What follows belongs to an exercise in optimizing a design on an open flow for small area, a short achievable clock period and few clock cycles per item; a production flow would make more cautious choices. In this exercise RTL edits were held to simulation tests only and were not proved equivalent to the original.

**run.sh**
```bash
#!/bin/bash
# synth_recipe.tcl (not shown) runs the flow's synth.tcl, then flattens the netlist and writes it again
# the make line also repeats each setting of config.mk as NAME=value (left out here)
make -C /OpenROAD-flow-scripts/flow DESIGN_CONFIG=/design/flow/config.mk WORK_HOME=/design/flow/orfs CLKGATE_MAP_FILE= SYNTH_SCRIPT=/design/flow/synth_recipe.tcl finish
```
**config.mk**
```make
export PLATFORM = sky130hd
export DESIGN_NAME = pq_engine
export DESIGN_NICKNAME = pq_engine
export VERILOG_FILES = /design/flow/design.v
export SDC_FILE = /design/flow/constraint.sdc
export NUM_CORES = 4
export LEC_CHECK = 0
export CAP_MARGIN = 20
export CORE_MARGIN = 2
export CORE_UTILIZATION = 30
export SLEW_MARGIN = 20
```
**constraint.sdc**
```tcl
create_clock -name core_clock -period 5.5 [get_ports {clk}]
set_input_delay 1.1000 -clock core_clock [delete_from_list [all_inputs] [get_ports {clk}]]
set_output_delay 1.1000 -clock core_clock [all_outputs]
set_load 0.01 [all_outputs]
```
**design.v**
```verilog
module gf_mul8 (
    input  wire [7:0] a,
    input  wire [7:0] b,
    output reg  [7:0] p
);
  integer i;
  reg [7:0] t;
  always @(*) begin
    t = 8'h00;
    for (i = 7; i >= 0; i = i - 1) begin
      t = {t[6:0], 1'b0} ^ (t[7] ? 8'h1D : 8'h00);
      if (b[i]) t = t ^ a;
    end
    p = t;
  end
endmodule
module gf_mul64 (
    input  wire [63:0] a,
    input  wire [7:0]  c,
    output wire [63:0] p
);
  genvar l;
  generate
    for (l = 0; l < 8; l = l + 1) begin : lane
      gf_mul8 u_mul (.a(a[8*l +: 8]), .b(c), .p(p[8*l +: 8]));
    end
  endgenerate
endmodule
module pq_consts (
    input  wire [3:0] x,
    input  wire [3:0] y,
    output reg  [7:0] gx,       
    output reg  [7:0] gnx,      
    output wire [7:0] kdd       
);
  reg [7:0] gy, inv;
  wire [7:0] gsum = gx ^ gy;
  always @(*) begin
    case (x)
      4'd0: gx = 8'h01;
      4'd1: gx = 8'h02;
      4'd2: gx = 8'h04;
      4'd3: gx = 8'h08;
      4'd4: gx = 8'h10;
      4'd5: gx = 8'h20;
      4'd6: gx = 8'h40;
      4'd7: gx = 8'h80;
      4'd8: gx = 8'h1D;
      4'd9: gx = 8'h3A;
      4'd10: gx = 8'h74;
      4'd11: gx = 8'hE8;
      4'd12: gx = 8'hCD;
      4'd13: gx = 8'h87;
      4'd14: gx = 8'h13;
      4'd15: gx = 8'h26;
      default: gx = 8'h00;
    endcase
  end
  always @(*) begin
    case (y)
      4'd0: gy = 8'h01;
      4'd1: gy = 8'h02;
      4'd2: gy = 8'h04;
      4'd3: gy = 8'h08;
      4'd4: gy = 8'h10;
      4'd5: gy = 8'h20;
      4'd6: gy = 8'h40;
      4'd7: gy = 8'h80;
      4'd8: gy = 8'h1D;
      4'd9: gy = 8'h3A;
      4'd10: gy = 8'h74;
      4'd11: gy = 8'hE8;
      4'd12: gy = 8'hCD;
      4'd13: gy = 8'h87;
      4'd14: gy = 8'h13;
      4'd15: gy = 8'h26;
      default: gy = 8'h00;
    endcase
  end
  always @(*) begin
    case (x)
      4'd0: gnx = 8'h01;
      4'd1: gnx = 8'h8E;
      4'd2: gnx = 8'h47;
      4'd3: gnx = 8'hAD;
      4'd4: gnx = 8'hD8;
      4'd5: gnx = 8'h6C;
      4'd6: gnx = 8'h36;
      4'd7: gnx = 8'h1B;
      4'd8: gnx = 8'h83;
      4'd9: gnx = 8'hCF;
      4'd10: gnx = 8'hE9;
      4'd11: gnx = 8'hFA;
      4'd12: gnx = 8'h7D;
      4'd13: gnx = 8'hB0;
      4'd14: gnx = 8'h58;
      4'd15: gnx = 8'h2C;
      default: gnx = 8'h00;
    endcase
  end
  always @(*) begin
    case (gsum)
      8'h00: inv = 8'h00;
      8'h01: inv = 8'h01;
      8'h02: inv = 8'h8E;
      8'h03: inv = 8'hF4;
      8'h04: inv = 8'h47;
      8'h05: inv = 8'hA7;
      8'h06: inv = 8'h7A;
      8'h07: inv = 8'hBA;
      8'h08: inv = 8'hAD;
      8'h09: inv = 8'h9D;
      8'h0A: inv = 8'hDD;
      8'h0B: inv = 8'h98;
      8'h0C: inv = 8'h3D;
      8'h0D: inv = 8'hAA;
      8'h0E: inv = 8'h5D;
      8'h0F: inv = 8'h96;
      8'h10: inv = 8'hD8;
      8'h11: inv = 8'h72;
      8'h12: inv = 8'hC0;
      8'h13: inv = 8'h58;
      8'h14: inv = 8'hE0;
      8'h15: inv = 8'h3E;
      8'h16: inv = 8'h4C;
      8'h17: inv = 8'h66;
      8'h18: inv = 8'h90;
      8'h19: inv = 8'hDE;
      8'h1A: inv = 8'h55;
      8'h1B: inv = 8'h80;
      8'h1C: inv = 8'hA0;
      8'h1D: inv = 8'h83;
      8'h1E: inv = 8'h4B;
      8'h1F: inv = 8'h2A;
      8'h20: inv = 8'h6C;
      8'h21: inv = 8'hED;
      8'h22: inv = 8'h39;
      8'h23: inv = 8'h51;
      8'h24: inv = 8'h60;
      8'h25: inv = 8'h56;
      8'h26: inv = 8'h2C;
      8'h27: inv = 8'h8A;
      8'h28: inv = 8'h70;
      8'h29: inv = 8'hD0;
      8'h2A: inv = 8'h1F;
      8'h2B: inv = 8'h4A;
      8'h2C: inv = 8'h26;
      8'h2D: inv = 8'h8B;
      8'h2E: inv = 8'h33;
      8'h2F: inv = 8'h6E;
      8'h30: inv = 8'h48;
      8'h31: inv = 8'h89;
      8'h32: inv = 8'h6F;
      8'h33: inv = 8'h2E;
      8'h34: inv = 8'hA4;
      8'h35: inv = 8'hC3;
      8'h36: inv = 8'h40;
      8'h37: inv = 8'h5E;
      8'h38: inv = 8'h50;
      8'h39: inv = 8'h22;
      8'h3A: inv = 8'hCF;
      8'h3B: inv = 8'hA9;
      8'h3C: inv = 8'hAB;
      8'h3D: inv = 8'h0C;
      8'h3E: inv = 8'h15;
      8'h3F: inv = 8'hE1;
      8'h40: inv = 8'h36;
      8'h41: inv = 8'h5F;
      8'h42: inv = 8'hF8;
      8'h43: inv = 8'hD5;
      8'h44: inv = 8'h92;
      8'h45: inv = 8'h4E;
      8'h46: inv = 8'hA6;
      8'h47: inv = 8'h04;
      8'h48: inv = 8'h30;
      8'h49: inv = 8'h88;
      8'h4A: inv = 8'h2B;
      8'h4B: inv = 8'h1E;
      8'h4C: inv = 8'h16;
      8'h4D: inv = 8'h67;
      8'h4E: inv = 8'h45;
      8'h4F: inv = 8'h93;
      8'h50: inv = 8'h38;
      8'h51: inv = 8'h23;
      8'h52: inv = 8'h68;
      8'h53: inv = 8'h8C;
      8'h54: inv = 8'h81;
      8'h55: inv = 8'h1A;
      8'h56: inv = 8'h25;
      8'h57: inv = 8'h61;
      8'h58: inv = 8'h13;
      8'h59: inv = 8'hC1;
      8'h5A: inv = 8'hCB;
      8'h5B: inv = 8'h63;
      8'h5C: inv = 8'h97;
      8'h5D: inv = 8'h0E;
      8'h5E: inv = 8'h37;
      8'h5F: inv = 8'h41;
      8'h60: inv = 8'h24;
      8'h61: inv = 8'h57;
      8'h62: inv = 8'hCA;
      8'h63: inv = 8'h5B;
      8'h64: inv = 8'hB9;
      8'h65: inv = 8'hC4;
      8'h66: inv = 8'h17;
      8'h67: inv = 8'h4D;
      8'h68: inv = 8'h52;
      8'h69: inv = 8'h8D;
      8'h6A: inv = 8'hEF;
      8'h6B: inv = 8'hB3;
      8'h6C: inv = 8'h20;
      8'h6D: inv = 8'hEC;
      8'h6E: inv = 8'h2F;
      8'h6F: inv = 8'h32;
      8'h70: inv = 8'h28;
      8'h71: inv = 8'hD1;
      8'h72: inv = 8'h11;
      8'h73: inv = 8'hD9;
      8'h74: inv = 8'hE9;
      8'h75: inv = 8'hFB;
      8'h76: inv = 8'hDA;
      8'h77: inv = 8'h79;
      8'h78: inv = 8'hDB;
      8'h79: inv = 8'h77;
      8'h7A: inv = 8'h06;
      8'h7B: inv = 8'hBB;
      8'h7C: inv = 8'h84;
      8'h7D: inv = 8'hCD;
      8'h7E: inv = 8'hFE;
      8'h7F: inv = 8'hFC;
      8'h80: inv = 8'h1B;
      8'h81: inv = 8'h54;
      8'h82: inv = 8'hA1;
      8'h83: inv = 8'h1D;
      8'h84: inv = 8'h7C;
      8'h85: inv = 8'hCC;
      8'h86: inv = 8'hE4;
      8'h87: inv = 8'hB0;
      8'h88: inv = 8'h49;
      8'h89: inv = 8'h31;
      8'h8A: inv = 8'h27;
      8'h8B: inv = 8'h2D;
      8'h8C: inv = 8'h53;
      8'h8D: inv = 8'h69;
      8'h8E: inv = 8'h02;
      8'h8F: inv = 8'hF5;
      8'h90: inv = 8'h18;
      8'h91: inv = 8'hDF;
      8'h92: inv = 8'h44;
      8'h93: inv = 8'h4F;
      8'h94: inv = 8'h9B;
      8'h95: inv = 8'hBC;
      8'h96: inv = 8'h0F;
      8'h97: inv = 8'h5C;
      8'h98: inv = 8'h0B;
      8'h99: inv = 8'hDC;
      8'h9A: inv = 8'hBD;
      8'h9B: inv = 8'h94;
      8'h9C: inv = 8'hAC;
      8'h9D: inv = 8'h09;
      8'h9E: inv = 8'hC7;
      8'h9F: inv = 8'hA2;
      8'hA0: inv = 8'h1C;
      8'hA1: inv = 8'h82;
      8'hA2: inv = 8'h9F;
      8'hA3: inv = 8'hC6;
      8'hA4: inv = 8'h34;
      8'hA5: inv = 8'hC2;
      8'hA6: inv = 8'h46;
      8'hA7: inv = 8'h05;
      8'hA8: inv = 8'hCE;
      8'hA9: inv = 8'h3B;
      8'hAA: inv = 8'h0D;
      8'hAB: inv = 8'h3C;
      8'hAC: inv = 8'h9C;
      8'hAD: inv = 8'h08;
      8'hAE: inv = 8'hBE;
      8'hAF: inv = 8'hB7;
      8'hB0: inv = 8'h87;
      8'hB1: inv = 8'hE5;
      8'hB2: inv = 8'hEE;
      8'hB3: inv = 8'h6B;
      8'hB4: inv = 8'hEB;
      8'hB5: inv = 8'hF2;
      8'hB6: inv = 8'hBF;
      8'hB7: inv = 8'hAF;
      8'hB8: inv = 8'hC5;
      8'hB9: inv = 8'h64;
      8'hBA: inv = 8'h07;
      8'hBB: inv = 8'h7B;
      8'hBC: inv = 8'h95;
      8'hBD: inv = 8'h9A;
      8'hBE: inv = 8'hAE;
      8'hBF: inv = 8'hB6;
      8'hC0: inv = 8'h12;
      8'hC1: inv = 8'h59;
      8'hC2: inv = 8'hA5;
      8'hC3: inv = 8'h35;
      8'hC4: inv = 8'h65;
      8'hC5: inv = 8'hB8;
      8'hC6: inv = 8'hA3;
      8'hC7: inv = 8'h9E;
      8'hC8: inv = 8'hD2;
      8'hC9: inv = 8'hF7;
      8'hCA: inv = 8'h62;
      8'hCB: inv = 8'h5A;
      8'hCC: inv = 8'h85;
      8'hCD: inv = 8'h7D;
      8'hCE: inv = 8'hA8;
      8'hCF: inv = 8'h3A;
      8'hD0: inv = 8'h29;
      8'hD1: inv = 8'h71;
      8'hD2: inv = 8'hC8;
      8'hD3: inv = 8'hF6;
      8'hD4: inv = 8'hF9;
      8'hD5: inv = 8'h43;
      8'hD6: inv = 8'hD7;
      8'hD7: inv = 8'hD6;
      8'hD8: inv = 8'h10;
      8'hD9: inv = 8'h73;
      8'hDA: inv = 8'h76;
      8'hDB: inv = 8'h78;
      8'hDC: inv = 8'h99;
      8'hDD: inv = 8'h0A;
      8'hDE: inv = 8'h19;
      8'hDF: inv = 8'h91;
      8'hE0: inv = 8'h14;
      8'hE1: inv = 8'h3F;
      8'hE2: inv = 8'hE6;
      8'hE3: inv = 8'hF0;
      8'hE4: inv = 8'h86;
      8'hE5: inv = 8'hB1;
      8'hE6: inv = 8'hE2;
      8'hE7: inv = 8'hF1;
      8'hE8: inv = 8'hFA;
      8'hE9: inv = 8'h74;
      8'hEA: inv = 8'hF3;
      8'hEB: inv = 8'hB4;
      8'hEC: inv = 8'h6D;
      8'hED: inv = 8'h21;
      8'hEE: inv = 8'hB2;
      8'hEF: inv = 8'h6A;
      8'hF0: inv = 8'hE3;
      8'hF1: inv = 8'hE7;
      8'hF2: inv = 8'hB5;
      8'hF3: inv = 8'hEA;
      8'hF4: inv = 8'h03;
      8'hF5: inv = 8'h8F;
      8'hF6: inv = 8'hD3;
      8'hF7: inv = 8'hC9;
      8'hF8: inv = 8'h42;
      8'hF9: inv = 8'hD4;
      8'hFA: inv = 8'hE8;
      8'hFB: inv = 8'h75;
      8'hFC: inv = 8'h7F;
      8'hFD: inv = 8'hFF;
      8'hFE: inv = 8'h7E;
      8'hFF: inv = 8'hFD;
      default: inv = 8'h00;
    endcase
  end
  assign kdd = inv;
endmodule
module pq_skip (
    input  wire [4:0] n,
    input  wire [2:0] o,
    input  wire [3:0] mx,
    input  wire [3:0] my,
    output wire [4:0] t
);
  wire       rec = (o == 3'd1) || (o == 3'd2) || (o == 3'd3);
  wire [4:0] t1  = (rec && n == {1'b0, mx}) ? n + 5'd1 : n;
  assign t = (o == 3'd3 && t1 == {1'b0, my}) ? t1 + 5'd1 : t1;
endmodule
module pq_engine (
    input  wire        clk,
    input  wire        rst,
    input  wire        cmd_valid,
    output wire        cmd_ready,
    input  wire [2:0]  cmd_op,
    input  wire [1:0]  cmd_width,    
    input  wire [3:0]  cmd_x,
    input  wire [3:0]  cmd_y,
    input  wire [7:0]  cmd_rows,     
    input  wire        in_valid,
    output wire        in_ready,
    input  wire [63:0] in_data,
    output reg         out_valid,
    input  wire        out_ready,
    output reg  [63:0] out_a,
    output reg  [63:0] out_b
);
  localparam OP_GEN = 3'd0;   
  localparam OP_RDP = 3'd1;   
  localparam OP_RDQ = 3'd2;   
  localparam OP_RDD = 3'd3;   
  localparam OP_RMW = 3'd4;   
  localparam OP_CHK = 3'd5;   
  localparam S_IDLE  = 3'd0;
  localparam S_SETUP = 3'd1;
  localparam S_RUN   = 3'd2;
  localparam S_FIN   = 3'd3;
  localparam S_OUT   = 3'd4;
  reg [2:0]  state;
  reg [2:0]  op;
  reg [4:0]  w;
  reg [3:0]  x, y;
  reg [7:0]  rows_left;    
  reg [7:0]  gx, gnx, kdd;
  reg [4:0]  k;            
  reg [4:0]  di;           
  reg [63:0] acc_p, acc_q;
  wire [7:0] c_gx, c_gnx, c_kdd;
  pq_consts u_consts (.x(x), .y(y), .gx(c_gx), .gnx(c_gnx), .kdd(c_kdd));
  wire [4:0] w_dec = (cmd_width == 2'd0) ? 5'd4 :
                     (cmd_width == 2'd1) ? 5'd8 : 5'd16;
  wire [4:0] row_len = (op == OP_RMW) ? 5'd4 :
                       (op == OP_CHK) ? w + 5'd2 : w;
  wire [4:0] di_skip0, di_skipn;
  pq_skip u_skip0 (.n(5'd0),        .o(op), .mx(x), .my(y), .t(di_skip0));
  pq_skip u_skipn (.n(di + 5'd1),   .o(op), .mx(x), .my(y), .t(di_skipn));
  wire [4:0] di_first = (op == OP_RMW) ? {1'b0, x} : di_skip0;
  reg is_data, is_p, is_q;
  always @(*) begin
    is_data = 1'b0;
    is_p    = 1'b0;
    is_q    = 1'b0;
    case (op)
      OP_GEN: is_data = 1'b1;
      OP_CHK: begin
        is_data = (k < w);
        is_p    = (k == w);
        is_q    = (k == w + 5'd1);
      end
      OP_RDP: begin
        is_data = (k < w - 5'd1);
        is_q    = (k == w - 5'd1);
      end
      OP_RDQ: begin
        is_data = (k < w - 5'd1);
        is_p    = (k == w - 5'd1);
      end
      OP_RDD: begin
        is_data = (k < w - 5'd2);
        is_p    = (k == w - 5'd2);
        is_q    = (k == w - 5'd1);
      end
      OP_RMW: begin
        is_data = (k >= 5'd2);
        is_p    = (k == 5'd0);
        is_q    = (k == 5'd1);
      end
      default: ;
    endcase
  end
  wire [7:0]  c_gdi;
  wire [63:0] beat_gq;
  pq_consts u_pow (.x(di[3:0]), .y(4'd0), .gx(c_gdi), .gnx(), .kdd());
  gf_mul64 u_mul_acc (.a(in_data), .c(c_gdi), .p(beat_gq));
  wire [63:0] gx_p, qxy_gnx, dd_y;
  wire [63:0] dd_t = acc_q ^ gx_p;             
  gf_mul64 u_mul_gx  (.a(acc_p), .c(gx),  .p(gx_p));
  gf_mul64 u_mul_gnx (.a(acc_q), .c(gnx), .p(qxy_gnx));
  gf_mul64 u_mul_kdd (.a(dd_t),  .c(kdd), .p(dd_y));
  reg [63:0] res_a, res_b;
  always @(*) begin
    res_a = acc_p;
    res_b = acc_q;
    case (op)
      OP_RDP: begin
        res_a = qxy_gnx;               
        res_b = acc_p ^ qxy_gnx;       
      end
      OP_RDQ: begin
        res_a = acc_p;                 
        res_b = dd_t;                  
      end
      OP_RDD: begin
        res_a = acc_p ^ dd_y;          
        res_b = dd_y;                  
      end
      default: ;                       
    endcase
  end
  assign cmd_ready = (state == S_IDLE);
  assign in_ready  = (state == S_RUN);
  wire beat = in_valid && in_ready;
  always @(posedge clk) begin
    if (rst) begin
      state     <= S_IDLE;
      out_valid <= 1'b0;
    end else begin
      case (state)
        S_IDLE: begin
          if (cmd_valid) begin
            op        <= cmd_op;
            w         <= w_dec;
            x         <= cmd_x;
            y         <= cmd_y;
            rows_left <= cmd_rows;
            state     <= S_SETUP;
          end
        end
        S_SETUP: begin
          gx    <= c_gx;
          gnx   <= c_gnx;
          kdd   <= c_kdd;
          k     <= 5'd0;
          di    <= di_first;
          acc_p <= 64'd0;
          acc_q <= 64'd0;
          state <= S_RUN;
        end
        S_RUN: begin
          if (beat) begin
            if (is_data) begin
              acc_p <= acc_p ^ in_data;
              acc_q <= acc_q ^ beat_gq;
              if (op != OP_RMW)
                di <= di_skipn;
            end
            if (is_p) acc_p <= acc_p ^ in_data;
            if (is_q) acc_q <= acc_q ^ in_data;
            k <= k + 5'd1;
            if (k == row_len - 5'd1)
              state <= S_FIN;
          end
        end
        S_FIN: begin
          out_a     <= res_a;
          out_b     <= res_b;
          out_valid <= 1'b1;
          state     <= S_OUT;
        end
        S_OUT: begin
          if (out_ready) begin
            out_valid <= 1'b0;
            if (rows_left == 8'd0) begin
              state <= S_IDLE;
            end else begin
              rows_left <= rows_left - 8'd1;
              k         <= 5'd0;
              di        <= di_first;
              acc_p     <= 64'd0;
              acc_q     <= 64'd0;
              state     <= S_RUN;
            end
          end
        end
        default: state <= S_IDLE;
      endcase
    end
  end
endmodule
```
==> metrics.yaml <==
status: "finished clean"
synthMuxAreaShare: 0.0266
grt_pass1_wl_um: 318000
drc_errors: 0
numCtsBuffers: 45
synthAdderAreaFrac: 0.00840
yosysUniqueCellTypes: 94
tightest_slew_ps: 1220
syn_inst: 7316
slowest_stage: "xor2_1"
yosysTopAreaCellShare: 0.258
synth_top_family_by_area: "XOR/XNOR gates"
num_vias: 51542
viasPerCell: 5.28
fp-row-count: 157
period_needed_ps: 5140
clk_pin_slew_worst_paths_ps: 60
netlist_area_um2: 55100
ys.flop_type: "edfxtp_1"
r2r_slack_ps: 360
ys_ff_latch: 340
io_buffers: 220
dp.cells: 9663
final_cell_count_no_fill: 9758
grt_max_degree: 124
rsz0062_at_grt: "false"
htreeDepth: 2
grt_use_total: 0.223
hold_path.class: "reg -> reg"
dp_hpwl_um: 159000
regArea_um2: 9940
ys_async_sr_fraction: 0
yosysMostFrequentCell: "nand2_1"
gp_congestion: 0.969
start_util: 0.301
cpMostUsedCell: "xnor2_1"
synth-simple-area-share: 0.200
die_x_um: 433
die-height_um: 433
detail_route.iter0.violations: 6614
tns_ps: 0
endpoint_kind: "flip-flop"
cp_cell_sequence: "buf_12 -> buf_4 -> nand2_1 -> xor2_1 -> xnor2_1 -> xnor3_1 -> xor2_1 -> nand2_1 -> xnor3_1 -> xor2_1 -> xnor2_1 -> xnor2_1 -> xnor2_1 -> xnor2_1 -> mux2i_1 -> a221oi_1"
wire_per_inst_um: 22.1
cts-root-buf: "clkbuf_16"
max_stage_delay_ps: 620
synth_largest_area_cell: "xnor2_1"
grt_antenna_before_repair: 48
worstPathArrival_ps: 5580
worstPathRequired_ps: 5940
antenna_left: 0
grt_pass1_vias: 47556
multi_input_area_um2: 42400
areaGrowthSynthToFinish_pct: 12.9
grt_overflow: 0
critPathKind: "reg -> reg"
yosys-top-cells-area: "xnor2_1 (26%), edfxtp_1 (17%), nand2_1 (14%), xor2_1 (9.0%), xnor3_1 (4.1%)"
maxCapViolCount: 0
worst-path-max-fanout: 21
cts_num_sinks: 340
synthXorXnorAreaFrac: 0.415
clk_path_buf_depth: 3
fmax_mhz: 194
drive_gt1_frac: 0.0752
drtPass1Iterations: 6
synth-edff-count: 312
nets: 7376
max-slew-margin-rel: 0.179
seq_area_frac_synth: 0.180
synth_fp_nets: 7443
synth.top_cells.by_count: "nand2_1 (2,113), xnor2_1 (1,623), xor2_1 (565)"
synth-compound-area-share: 0.115
cts_tree: "built"
fillCellCount: 18968
finalSetupViolations: 0
yosys_warnings: 3
startpoint_type: "flip-flop"
hold_violations: 0
ios: 221
clkLatencyLatePin_ps: 660
die_area_um2: 187000
slew_violations: 0
fp.coreArea_um2: 183000
finalCritPeriodShare: 0.935
avgSynthCellArea_um2: 7.53
wirelength_um: 216000
skew_ps: 67.7
## per-stage QoR
stage	setup slack, ps	hold slack [ps]	utilization	area (µm²)
2_1_floorplan	-174	428	-	55100
3_3_place_gp	304	470	0.331	60600
3_5_place_dp	189	485	0.332	60600
4_1_cts	188	492	0.340	62200
5_1_grt	95.7	511	0.340	62200
6_report	358	488	0.340	62300
## cells by family (layout without fill, tap and decap cells)
group	Yosys count	after routing
buffers and inverters	717	687
adders and majority gates	37	37
muxes	140	140
DFF	340	340
and+or+nand+nor	2766	2766
AOI/OAI and AO/OA	950	950
other	0	8
xor gates and xnor gates	2366	2366
## metal layers
layer  part of all wire  routed length [µm]  GRT usage  vias up
met5             0.0017                 377          0        -
met4              0.046               10000     0.0942       62
met3               0.11               23400     0.0501      461
met2               0.42               90100      0.326     2790
met1               0.43               91800      0.313    24548
li1                   -                   -          -    23681
## path summary, 6_finish.rpt
path	endpoint	from	depth (start not counted)
worst max register to register	out_a[5]$_DFFE_PP_	gx[6]$_DFFE_PP_	16
worst min-delay path	out_valid$_SDFFE_PP0P_	out_valid$_SDFFE_PP0P_	2
worst max-delay path	out_a[5]$_DFFE_PP_	gx[6]$_DFFE_PP_	16
worst min register to register	out_valid$_SDFFE_PP0P_	out_valid$_SDFFE_PP0P_	2
## critical path, delay by kind of cell, from the launching register on
family / cells / cell delay, ps
and+or+nand+nor: 2 / 210
AOI/OAI and AO/OA: 1 / 320
muxes: 1 / 130
buffers and inverters: 2 / 480
DFF: 1 / 380
xor gates and xnor gates: 10 / 3420
## flip-flops by register name (all words and copies together) (netlist names), 8 cells and up
| name | cells |
|---|---|
| acc_p | 64 |
| rows_left | 8 |
| out_a | 64 |
| u_consts.gy | 8 |
| gx | 8 |
| c_gx | 8 |
| out_b | 64 |
| c_gdi | 8 |
| acc_q | 64 |
| gnx | 8 |
| kdd | 8 |
## layout by cell type, fill, tap and decap left out, drive strengths merged, types with 28 or more instances in the layout
| master | count |
|---|---|
| buf | 326 |
| inv | 57 |
| xor2 | 577 |
| ha | 37 |
| mux2i | 109 |
| dfxtp | 28 |
| a21oi | 248 |
| a21o | 44 |
| a221oi | 49 |
| nand2 | 2114 |
| a211oi | 43 |
| a31oi | 29 |
| edfxtp | 312 |
| mux2 | 29 |
| nand3 | 61 |
| clkbuf | 56 |
| nor3 | 67 |
| o22ai | 47 |
| o21ai | 186 |
| nor2 | 366 |
| nor2b | 40 |
| o211ai | 29 |
| xnor3 | 110 |
| nand2b | 45 |
| xnor2 | 1674 |
| clkdlybuf4s50 | 220 |
| a22oi | 79 |
## area by class of cell
cell class	instances	share of cell area
sequential	340	0.160
clock inverter	28	0.00573
multi-input combinational	6259	0.681
inverter	57	0.00344
antenna	8	0.000322
tap	2464	0.0495
timing repair buffer	546	0.0804
clock buffer	56	0.0194
## what timing repair did
action	CTS	global route
resized for setup	0	1
hold buffers	0	0
buffers inserted	0	3
setup endpoints to repair	0	1
Testbench counts, summed over its fixed seeds: cycles 29,434, rows 2,762.

separate check: timing with driven ports:
The results above use ideal ports. As a check the final layout listed here was re-extracted and re-timed, cells and wires unchanged.
Step 1 (the two cells are an assumption about what drives the block):
set clk [get_ports {clk}]
set_driving_cell -lib_cell sky130_fd_sc_hd__clkbuf_16 $clk
set_driving_cell -lib_cell sky130_fd_sc_hd__buf_2 [delete_from_list [all_inputs] $clk]
Step 2 also shifts input and output timing later by t, the mid clock arrival at the registers, as if the neighbouring blocks saw the same clock.
a / b / c = no drivers / after step 1 / after step 2; a / b = the first two.
t (ns): 0.705
slack for setup (ns): 0.358 / 0.358 / 0.358
clock arrival spread, ns: 0.068 / 0.068
After both steps this run still meets setup and hold. The setup slack of this run moves by 0.000 ns with the drivers and by 0.000 ns with both steps.
